From an optimization exercise on the open Yosys and OpenROAD flow, aimed at small area, a short achievable clock period and few clock cycles per item; shortcuts taken in it are not production practice.
At most, simulation tests tie the RTL to the original design; equivalence was not proved.
Power and IR drop assume default switching activity.

==> inputs of v38 <==
## sfl_rs_dec
module sfl_rs_dec (
    input  wire       clk,
    input  wire       rst,
    input  wire       in_valid,
    output reg        in_ready,
    input  wire [9:0] in_sym,
    input  wire       in_short,
    output reg        err_valid,
    output reg  [9:0] err_pos,
    output wire [9:0] err_val,
    output reg        done,
    output reg        fail,
    output reg  [4:0] nerr
);
Settings: LEC_CHECK=0, CAP_MARGIN=10, CORE_MARGIN=2, CORE_UTILIZATION=30, CTS_CLUSTER_DIAMETER=60, CTS_CLUSTER_SIZE=30, PLACE_DENSITY=0.65, SETUP_SLACK_MARGIN=5, SLEW_MARGIN=10, SYNTH_MEMORY_MAX_BITS=16384; clock period 10.0 ns.
run.sh (not shown) runs the stock make flow with config.mk's settings and CLKGATE_MAP_FILE= SYNTH_SCRIPT=/design/flow/synth_recipe.tcl, a recipe that flattens the netlist after the stock synthesis.
==> inputs of v5, as changes to v38 <==
--- a/flow/design.v
+++ b/flow/design.v
@@ -45,23 +45,19 @@
             y = 5'd0;
             for (k = 1; k < 32; k = k + 1)
                 y = y | ({5{a == k}} & INV32[k*5 +: 5]);
             gf32_inv = y;
         end
     endfunction
-    reg  [9:0] n0, d0;
-    always @(posedge clk) begin
-        n0 <= lin(num, TO_C);
-        d0 <= lin(den, TO_C);
-    end
     reg  [9:0] n1, d1;
     reg  [4:0] q1;
+    wire [9:0] dc = lin(den, TO_C);
     always @(posedge clk) begin
-        n1 <= n0;
-        d1 <= d0;
-        q1 <= gf32_mul(d0[4:0], d0[4:0]) ^ gf32_mul(d0[4:0], d0[9:5]) ^ gf32_mul(d0[9:5], d0[9:5]);
+        n1 <= lin(num, TO_C);
+        d1 <= dc;
+        q1 <= gf32_mul(dc[4:0], dc[4:0]) ^ gf32_mul(dc[4:0], dc[9:5]) ^ gf32_mul(dc[9:5], dc[9:5]);
     end
     reg  [9:0] n2, i2;
     wire [4:0] qi = gf32_inv(q1);
     always @(posedge clk) begin
         n2 <= n1;
         i2 <= {gf32_mul(d1[9:5], qi), gf32_mul(d1[4:0] ^ d1[9:5], qi)};
@@ -137,13 +133,13 @@
     reg        s_short;          
     reg  [9:0] sym_r;            
     reg        v_r, f_r, l_r;
     wire       accept   = in_valid & in_ready;
     wire       r_last   = ~rfirst & (rcnt == (r_short ? 10'd230 : 10'd543));
     wire       last_acc = accept & r_last;
-    reg        sI, sN, sD, sF, sG, sU, sO, sW;
+    reg        sI, sD, sF, sU, sO, sW;
     wire       kes_idle = sI;
     reg        xfer;             
     wire [9:0] syn_next [0:NSYN-1];
     generate
         for (g = 0; g < NSYN; g = g + 1) begin : g_syn
             localparam [9:0] AJ = gf_pow(g);
@@ -168,128 +164,111 @@
     reg  [9:0] bs  [0:15];       
     reg  [9:0] opa_r [0:3];      
     reg  [9:0] posr [0:3];       
     reg  [9:0] acc;              
     reg  [9:0] betr;             
     reg  [9:0] f;                
-    reg  [9:0] om_r;             
     reg  [9:0] carry;
     reg  [9:0] sa_r, sb_r;       
     reg  [3:0] ch_k;             
     reg  [4:0] L;
     reg  [4:0] kr;               
     reg  [1:0] kc;               
     reg        chg;
     reg        k_short;
-    reg        szero_r;
-    reg        sc_en;            
     reg        sc_rot, sc_clr;   
     reg  [1:0] ph;               
     reg  [1:0] phn;              
     wire [4:0] kw = kr - 5'd1;   
     wire [9:0] mul_out [0:3];
     wire [9:0] lam_new [0:3];
     wire [9:0] xsel    [0:3];
     wire [9:0] bs_new  [0:3];
     generate
         for (g = 0; g < 4; g = g + 1) begin : g_lane
             assign mul_out[g] = gf_mul(opa_r[g], posr[g]);
-            assign lam_new[g] = sU ? (lam[g] ^ mul_out[g]) :
-                                sN ? {9'd0, ph == 2'd0 && g == 0} : lam[g];
+            assign lam_new[g] = sU ? (lam[g] ^ mul_out[g]) : lam[g];
             assign xsel[g]    = chg ? lam[g] : bs[g];
             wire [9:0] xprev  = (g != 0) ? xsel[(g == 0) ? 0 : g - 1] :
                                 (ph == 2'd0) ? 10'd0 :
                                 (kc == 2'd0) ? (chg ? lam[15] : bs[15]) : carry;
-            wire [9:0] om_wr  = (sO && (kr != 5'd0) && (ph == kw[3:2]) && (kw[1:0] == g)) ? om_r : bs[g];
-            assign bs_new[g]  = sU ? xprev :
-                                sN ? {9'd0, ph == 2'd0 && g == 1} : om_wr;
+            wire [9:0] om_wr  = (sO && (kr != 5'd0) && (ph == kw[3:2]) && (kw[1:0] == g)) ? f : bs[g];
+            assign bs_new[g]  = sU ? xprev : om_wr;
         end
     endgenerate
     wire [9:0] dsum = mul_out[0] ^ mul_out[1] ^ mul_out[2] ^ mul_out[3] ^ ((kc == 2'd0) ? 10'd0 : acc);
-    wire       pre_bs  = sG | (sU && kc != 2'd3);
+    wire       pre_bs  = sF | (sU && kc != 2'd3);
     wire       pre_f   = sU && kc != 2'd3;
+    wire       pre_rot = sO && kc == 2'd3;
     reg  [9:0] sc0 [0:3];
+    reg  [9:0] sc1 [0:3];
     always @(*) begin
         for (j = 0; j < 4; j = j + 1) begin
             case (phn)
-                2'd0:    sc0[j] = sc[j];
-                2'd1:    sc0[j] = sc[4 + j];
-                2'd2:    sc0[j] = sc[8 + j];
-                default: sc0[j] = sc[12 + j];
+                2'd0: begin sc0[j] = sc[j];      sc1[j] = sc[(j + NSYN - 1) % NSYN]; end
+                2'd1: begin sc0[j] = sc[4 + j];  sc1[j] = sc[3 + j];  end
+                2'd2: begin sc0[j] = sc[8 + j];  sc1[j] = sc[7 + j];  end
+                default: begin sc0[j] = sc[12 + j]; sc1[j] = sc[11 + j]; end
             endcase
         end
     end
     wire       in_chain = (ch_k != 4'd0);
     wire [9:0] smul     = gf_mul(sa_r, sb_r);
     wire       chg_n    = (acc != 10'd0) && ({L, 1'b0} <= {1'b0, kr});
     wire       chien_busy;
     reg        ld;               
     wire       c_drain;          
     wire       ld_start = sW & ~chien_busy & ~c_drain & ~ld & (ph == 2'd3);
     always @(posedge clk) begin
         if (rst) begin
-            {sI, sN, sD, sF, sG, sU, sO, sW} <= 8'b10000000;
+            {sI, sD, sF, sU, sO, sW} <= 6'b100000;
             ch_k   <= 4'd0;
             ld     <= 1'b0;
             sc_rot <= 1'b0;
             sc_clr <= 1'b0;
         end else begin
             ld     <= ld_start;
-            sc_rot <= (sD | sO) && kc == 2'd1;
-            sc_clr <= sD && kc == 2'd1 && kr == 5'd29;
-            if (!sG && in_chain) begin
+            sc_rot <= (sD | sO) && kc == 2'd2;
+            sc_clr <= sD && kc == 2'd2 && kr == 5'd29;
+            if (!sF && in_chain) begin
                 sa_r <= gf_sq(smul);
                 ch_k <= ch_k - 4'd1;
                 if (ch_k == 4'd1)
                     betr <= smul;
             end
-            if (xfer) begin
+            if (sI && xfer) begin
                 L       <= 5'd0;
                 kr      <= 5'd0;
                 kc      <= 2'd0;
                 betr    <= 10'd1;
                 k_short <= s_short;
-                szero_r <= szero;
                 sI      <= 1'b0;
-                sN      <= 1'b1;
-            end
-            if (sN) begin
-                kc <= kc + 2'd1;
-                if (kc == 2'd3) begin
-                    sN <= 1'b0;
-                    sD <= 1'b1;
-                end
+                if (szero) sW <= 1'b1;
+                else       sD <= 1'b1;
             end
             if (sD) begin
                 acc <= dsum;
                 kc  <= kc + 2'd1;
-                if (szero_r) begin
-                    sD <= 1'b0;
-                    sW <= 1'b1;
-                end else if (kc == 2'd3) begin
-                    sD <= 1'b0;
-                    sF <= 1'b1;
+                if (kc == 2'd3) begin
+                    sa_r <= dsum;
+                    sb_r <= gf_sq((ch_k == 4'd1) ? smul : betr);
+                    sD   <= 1'b0;
+                    sF   <= 1'b1;
                 end
             end
             if (sF) begin
-                sa_r <= acc;
-                sb_r <= gf_sq(betr);
-                sF   <= 1'b0;
-                sG   <= 1'b1;
-            end
-            if (sG) begin
                 f     <= smul;
                 carry <= 10'd0;
                 chg   <= chg_n;
                 if (chg_n) begin
                     L    <= kr + 5'd1 - L;
                     sa_r <= gf_sq(acc);
                     sb_r <= acc;
                     ch_k <= 4'd8;
                 end
-                sG <= 1'b0;
+                sF <= 1'b0;
                 sU <= 1'b1;
             end
             if (sU) begin
                 carry <= xsel[3];
                 kc    <= kc + 2'd1;
                 if (kc == 2'd3) begin
@@ -304,14 +283,14 @@
                 end
             end
             if (sO) begin
                 acc <= dsum;
                 kc  <= kc + 2'd1;
                 if (kc == 2'd3) begin
-                    om_r <= dsum;
-                    kr   <= kr + 5'd1;
+                    f  <= dsum;
+                    kr <= kr + 5'd1;
                     if (kr == 5'd15) begin
                         sO <= 1'b0;
                         sW <= 1'b1;
                     end
                 end
             end
@@ -319,45 +298,52 @@
                 sW <= 1'b0;
                 sI <= 1'b1;
             end
         end
     end
     always @(posedge clk) begin
-        if (sc_en) begin
-            if (xfer)
-                for (j = 0; j < NSYN; j = j + 1)
-                    sc[j] <= S[(NSYN - j) % NSYN];
-            else begin
-                sc[0] <= sc[NSYN-1];
-                for (j = 1; j < NSYN; j = j + 1)
-                    sc[j] <= (sc_clr && j < 16) ? 10'd0 : sc[j-1];
-            end
-        end
-        if (xfer) begin
+        if (sI && xfer) begin
             ph  <= 2'd0;
             phn <= 2'd1;
+            for (j = 0; j < 4; j = j + 1) begin
+                posr[j]  <= S[(NSYN - j) % NSYN];
+                opa_r[j] <= (j == 0) ? 10'd1 : 10'd0;
+            end
+            for (j = 0; j < 16; j = j + 1) begin
+                lam[j] <= (j == 0) ? 10'd1 : 10'd0;
+                bs[j]  <= (j == 1) ? 10'd1 : 10'd0;
+            end
+            for (j = 0; j < NSYN; j = j + 1)
+                sc[j] <= S[(NSYN - j) % NSYN];
         end else begin
             ph  <= ph + 2'd1;
             phn <= phn + 2'd1;
-        end
-        for (j = 0; j < 4; j = j + 1) begin
-            if (sG)
-                posr[j] <= smul;
-            else if (pre_f)
-                posr[j] <= f;
-            else
-                posr[j] <= sc0[j];
-            opa_r[j] <= pre_bs ? bs[4+j] : lam[4+j];
-        end
-        for (j = 0; j < 12; j = j + 1) begin
-            lam[j] <= lam[j+4];
-            bs[j]  <= bs[j+4];
-        end
-        for (j = 0; j < 4; j = j + 1) begin
-            lam[12+j] <= lam_new[j];
-            bs[12+j]  <= bs_new[j];
+            for (j = 0; j < 4; j = j + 1) begin
+                if (sF)
+                    posr[j] <= smul;
+                else if (pre_f)
+                    posr[j] <= f;
+                else if (pre_rot)
+                    posr[j] <= sc1[j];
+                else
+                    posr[j] <= sc0[j];
+                opa_r[j] <= pre_bs ? bs[4+j] : lam[4+j];
+            end
+            for (j = 0; j < 12; j = j + 1) begin
+                lam[j] <= lam[j+4];
+                bs[j]  <= bs[j+4];
+            end
+            for (j = 0; j < 4; j = j + 1) begin
+                lam[12+j] <= lam_new[j];
+                bs[12+j]  <= bs_new[j];
+            end
+            if (sc_rot) begin
+                sc[0] <= sc[NSYN-1];
+                for (j = 1; j < NSYN; j = j + 1)
+                    sc[j] <= (sc_clr && j < 16) ? 10'd0 : sc[j-1];
+            end
         end
     end
     wire sfull_n  = (v_r & l_r) | (sfull & ~xfer);       
     wire sI_n     = (sI & ~xfer) | ld;
     wire xfer_n   = sfull_n & sI_n;
     wire sfull_nn = last_acc | (sfull_n & ~xfer_n);      
@@ -366,20 +352,18 @@
     always @(posedge clk) begin
         if (rst) begin
             rcnt     <= 10'd0;
             rfirst   <= 1'b1;
             sfull    <= 1'b0;
             xfer     <= 1'b0;
-            sc_en    <= 1'b0;
             v_r      <= 1'b0;
             in_ready <= 1'b1;
         end else begin
             v_r      <= accept;
             sfull    <= sfull_n;
             xfer     <= xfer_n;
-            sc_en    <= xfer_n | ((sD | sO) && kc == 2'd1);
             in_ready <= ~rfirst_n | ~(sfull_nn & ~sI_nn);
             if (accept) begin
                 if (rfirst)
                     r_short <= in_short;
                 if (r_last) begin
                     rcnt   <= 10'd0;
@@ -426,14 +410,15 @@
     endgenerate
     wire hit  = c_act & (lsum == 10'd0) & ~c_bad;
     wire c_ok = (c_rem == 5'd0) | (hit & (c_rem == 5'd1));
     wire term = c_act & (c_ok | (c_pos == 10'd0) | c_bad);
     reg  c_fail;
     reg        h2, d2, h3, d3, h4, d4;
+    reg  [9:0] o2, q2;
     assign c_drain = d2 | d3 | d4;
-    sfl_gf_inv u_div (.clk(clk), .num(osum), .den(odd), .quo(err_val));
+    sfl_gf_inv u_div (.clk(clk), .num(o2), .den(q2), .quo(err_val));
     always @(posedge clk) begin
         if (rst) begin
             c_act     <= 1'b0;
             h2        <= 1'b0;
             d2        <= 1'b0;
             h3        <= 1'b0;
@@ -464,11 +449,13 @@
             d3 <= d2;
             h4 <= h3;
             d4 <= d3;
             err_valid <= h4;
             done      <= d4;
         end
+        o2      <= osum;
+        q2      <= odd;
         fail    <= c_fail;
         nerr    <= c_L;
         err_pos <= c_pos + 10'd3;
     end
 endmodule
==> flow/config.mk (replaced) <==
export PLATFORM = sky130hd
export DESIGN_NAME = sfl_rs_dec
export DESIGN_NICKNAME = sfl_rs_dec
export VERILOG_FILES = /design/flow/design.v
export SDC_FILE = /design/flow/constraint.sdc
export NUM_CORES = 4
export LEC_CHECK = 0
export ABC_AREA = 1
export CAP_MARGIN = 10
export CORE_MARGIN = 2
export CORE_UTILIZATION = 30
export CTS_CLUSTER_DIAMETER = 60
export CTS_CLUSTER_SIZE = 30
export PLACE_DENSITY = 0.5
export SETUP_SLACK_MARGIN = 5
export SLEW_MARGIN = 10
export SYNTH_MEMORY_MAX_BITS = 16384
==> summary of the runs <==
Power: v38 is lower than v5 (11%).
Against v38, the critical path depth of v5 is higher by 4.
Against v38, the cell count of v5 is higher by about 40%.
In v5 the global-route usage is higher than in v38, by 3.7 points.
Between v38 and v5, the lower worst hold slack is in v5 (gap 0.0016 ns).
In v38 the combinational power is smaller than in v5, by about 17%.
Testbench counts of v38, summed over its fixed seeds: cycles 105,239, codewords 192.
Testbench counts of v5, summed over its fixed seeds: cycles 104,799, codewords 192.

========
==> 07-11 <==
sfl_rs_dec, a different RTL version from the one above (not shown whole).
make LEC_CHECK=0 CAP_MARGIN=10 CORE_MARGIN=2 CORE_UTILIZATION=30 CTS_BUF_LIST=sky130_fd_sc_hd__clkbuf_8 PLACE_DENSITY=0.5 SETUP_SLACK_MARGIN=5 SLEW_MARGIN=10 SYNTH_MEMORY_MAX_BITS=16384 finish   # period 10.0 ns
==> inputs of 06-26, as changes to 07-11 <==
--- a/flow/design.v
+++ b/flow/design.v
@@ -136,15 +136,15 @@
     reg        sfull;            
     reg        s_short;          
     reg  [9:0] sym_r;            
     reg        v_r, f_r, l_r;
     wire       accept   = in_valid & in_ready;
     wire       r_last   = ~rfirst & (rcnt == (r_short ? 10'd230 : 10'd543));
     wire       last_acc = accept & r_last;
-    reg        sI, sD, sF, sG, sU, sO, sW;
+    reg        sI, sN, sD, sF, sG, sU, sO, sW;
     wire       kes_idle = sI;
     reg        xfer;             
     wire [9:0] syn_next [0:NSYN-1];
     generate
         for (g = 0; g < NSYN; g = g + 1) begin : g_syn
             localparam [9:0] AJ = gf_pow(g);
             assign syn_next[g] = (f_r ? 10'd0 : gf_mul(S[g], AJ)) ^ sym_r;
@@ -188,21 +188,23 @@
     wire [9:0] mul_out [0:3];
     wire [9:0] lam_new [0:3];
     wire [9:0] xsel    [0:3];
     wire [9:0] bs_new  [0:3];
     generate
         for (g = 0; g < 4; g = g + 1) begin : g_lane
             assign mul_out[g] = gf_mul(opa_r[g], posr[g]);
-            assign lam_new[g] = sU ? (lam[g] ^ mul_out[g]) : lam[g];
+            assign lam_new[g] = sU ? (lam[g] ^ mul_out[g]) :
+                                sN ? {9'd0, ph == 2'd0 && g == 0} : lam[g];
             assign xsel[g]    = chg ? lam[g] : bs[g];
             wire [9:0] xprev  = (g != 0) ? xsel[(g == 0) ? 0 : g - 1] :
                                 (ph == 2'd0) ? 10'd0 :
                                 (kc == 2'd0) ? (chg ? lam[15] : bs[15]) : carry;
             wire [9:0] om_wr  = (sO && (kr != 5'd0) && (ph == kw[3:2]) && (kw[1:0] == g)) ? om_r : bs[g];
-            assign bs_new[g]  = sU ? xprev : om_wr;
+            assign bs_new[g]  = sU ? xprev :
+                                sN ? {9'd0, ph == 2'd0 && g == 1} : om_wr;
         end
     endgenerate
     wire [9:0] dsum = mul_out[0] ^ mul_out[1] ^ mul_out[2] ^ mul_out[3] ^ ((kc == 2'd0) ? 10'd0 : acc);
     wire       pre_bs  = sG | (sU && kc != 2'd3);
     wire       pre_f   = sU && kc != 2'd3;
     wire       pre_rot = sO && kc == 2'd3;
     reg  [9:0] sc0 [0:3];
@@ -222,38 +224,45 @@
     wire       chg_n    = (acc != 10'd0) && ({L, 1'b0} <= {1'b0, kr});
     wire       chien_busy;
     reg        ld;               
     wire       c_drain;          
     wire       ld_start = sW & ~chien_busy & ~c_drain & ~ld & (ph == 2'd3);
     always @(posedge clk) begin
         if (rst) begin
-            {sI, sD, sF, sG, sU, sO, sW} <= 7'b1000000;
+            {sI, sN, sD, sF, sG, sU, sO, sW} <= 8'b10000000;
             ch_k   <= 4'd0;
             ld     <= 1'b0;
             sc_rot <= 1'b0;
             sc_clr <= 1'b0;
         end else begin
             ld     <= ld_start;
             sc_rot <= (sD | sO) && kc == 2'd2;
             sc_clr <= sD && kc == 2'd2 && kr == 5'd29;
             if (!sG && in_chain) begin
                 sa_r <= gf_sq(smul);
                 ch_k <= ch_k - 4'd1;
                 if (ch_k == 4'd1)
                     betr <= smul;
             end
-            if (sI && xfer) begin
+            if (xfer) begin
                 L       <= 5'd0;
                 kr      <= 5'd0;
                 kc      <= 2'd0;
                 betr    <= 10'd1;
                 k_short <= s_short;
                 szero_r <= szero;
                 sI      <= 1'b0;
-                sD      <= 1'b1;
+                sN      <= 1'b1;
+            end
+            if (sN) begin
+                kc <= kc + 2'd1;
+                if (kc == 2'd3) begin
+                    sN <= 1'b0;
+                    sD <= 1'b1;
+                end
             end
             if (sD) begin
                 acc <= dsum;
                 kc  <= kc + 2'd1;
                 if (szero_r) begin
                     sD <= 1'b0;
                     sW <= 1'b1;
@@ -310,54 +319,47 @@
             if (ld) begin
                 sW <= 1'b0;
                 sI <= 1'b1;
             end
         end
     end
     always @(posedge clk) begin
-        if (sI && xfer) begin
-            ph  <= 2'd0;
-            phn <= 2'd1;
-            for (j = 0; j < 4; j = j + 1) begin
-                posr[j]  <= S[(NSYN - j) % NSYN];
-                opa_r[j] <= (j == 0) ? 10'd1 : 10'd0;
-            end
-            for (j = 0; j < 16; j = j + 1) begin
-                lam[j] <= (j == 0) ? 10'd1 : 10'd0;
-                bs[j]  <= (j == 1) ? 10'd1 : 10'd0;
-            end
+        if (xfer) begin
             for (j = 0; j < NSYN; j = j + 1)
                 sc[j] <= S[(NSYN - j) % NSYN];
+        end else if (sc_rot) begin
+            sc[0] <= sc[NSYN-1];
+            for (j = 1; j < NSYN; j = j + 1)
+                sc[j] <= (sc_clr && j < 16) ? 10'd0 : sc[j-1];
+        end
+        if (xfer) begin
+            ph  <= 2'd0;
+            phn <= 2'd1;
         end else begin
             ph  <= ph + 2'd1;
             phn <= phn + 2'd1;
-            for (j = 0; j < 4; j = j + 1) begin
-                if (sG)
-                    posr[j] <= smul;
-                else if (pre_f)
-                    posr[j] <= f;
-                else if (pre_rot)
-                    posr[j] <= sc1[j];
-                else
-                    posr[j] <= sc0[j];
-                opa_r[j] <= pre_bs ? bs[4+j] : lam[4+j];
-            end
-            for (j = 0; j < 12; j = j + 1) begin
-                lam[j] <= lam[j+4];
-                bs[j]  <= bs[j+4];
-            end
-            for (j = 0; j < 4; j = j + 1) begin
-                lam[12+j] <= lam_new[j];
-                bs[12+j]  <= bs_new[j];
-            end
-            if (sc_rot) begin
-                sc[0] <= sc[NSYN-1];
-                for (j = 1; j < NSYN; j = j + 1)
-                    sc[j] <= (sc_clr && j < 16) ? 10'd0 : sc[j-1];
-            end
+        end
+        for (j = 0; j < 4; j = j + 1) begin
+            if (sG)
+                posr[j] <= smul;
+            else if (pre_f)
+                posr[j] <= f;
+            else if (pre_rot)
+                posr[j] <= sc1[j];
+            else
+                posr[j] <= sc0[j];
+            opa_r[j] <= pre_bs ? bs[4+j] : lam[4+j];
+        end
+        for (j = 0; j < 12; j = j + 1) begin
+            lam[j] <= lam[j+4];
+            bs[j]  <= bs[j+4];
+        end
+        for (j = 0; j < 4; j = j + 1) begin
+            lam[12+j] <= lam_new[j];
+            bs[12+j]  <= bs_new[j];
         end
     end
     wire sfull_n  = (v_r & l_r) | (sfull & ~xfer);       
     wire sI_n     = (sI & ~xfer) | ld;
     wire xfer_n   = sfull_n & sI_n;
     wire sfull_nn = last_acc | (sfull_n & ~xfer_n);      
     wire sI_nn    = (sI_n & ~xfer_n) | ld_start;
Settings changed: CTS_BUF_LIST sky130_fd_sc_hd__clkbuf_8 to not set, CTS_CLUSTER_DIAMETER set to 60, CTS_CLUSTER_SIZE set to 30.
==> key figures <==
Logic synthesis
  • Sequential share of the synthesized area: 47.76%
  • Post-synth top area share: 26.78%

Global route
  • Met2 Use GR: 28.97%

Status
  • Status: timing/DRC/antenna clean

CTS
  • Clock transition at path regs: 0.05 ns
(the above is from 07-11)
==> key figures <==
Floorplan
  • Core area: 0.2569 mm2

Setup path
  • Critical path endpoint: done

CTS
  • Clk sinks: 1565
  • Clock transition at path regs: 0.09 ns

Logic synthesis
  • Post-synth top area share: 27.86%
  • Sequential share of the synthesized area: 49.71%

Global route
  • Met2 Use GR: 28.56%

Cells and area
  • Layout clock buffers: 124

Status
  • Status: timing/DRC/antenna clean
(the above is from 06-26)
Testbench counts of 06-26, summed over its fixed seeds: cycles 105,239, codewords 192.
Only the layout flow was run in 07-11; the RTL was not checked for function there.

[afterwards: timing with drivers on the ports]
No port has a modelled driver above. Below, the same layouts with a new extraction and two added sets of constraints.
Step 1 sets driving cells, clkbuf_16 on the clock port and buf_2 on the other inputs (assumed; they add their load-dependent delay and slew).
Step 2, shift: input delay + t, output delay - t, t = (earliest + latest rising clock arrival at the registers) / 2. This alone moves slack from input paths to output paths.
Slacks: ideal / step 1 / step 2; pairs: ideal / step 1.
run | shift t [ns] | slack for setup (ns) | latest minus earliest clock arrival (ns) | worst register clock-pin slew, ns | worst slew at a driven data input, ns
v38 | 0.887 | 6.198 / 6.104 / 6.045 | 0.075 / 0.075 | 0.11 / 0.11 | 0.05
v5 | 0.881 | 5.692 / 5.692 / 5.692 | 0.083 / 0.083 | 0.11 / 0.11 | 0.10
07-11 | 1.024 | 6.064 / 5.978 / 5.847 | 0.082 / 0.082 | 0.07 / 0.07 | 0.07
06-26 | 0.871 | 6.095 / 6.003 / 6.198 | 0.053 / 0.053 | 0.11 / 0.11 | 0.04
After both steps every run listed still meets setup and hold. The setup slack of 07-11, which loses most, moves by -0.086 ns with the drivers and by -0.217 ns with both steps.
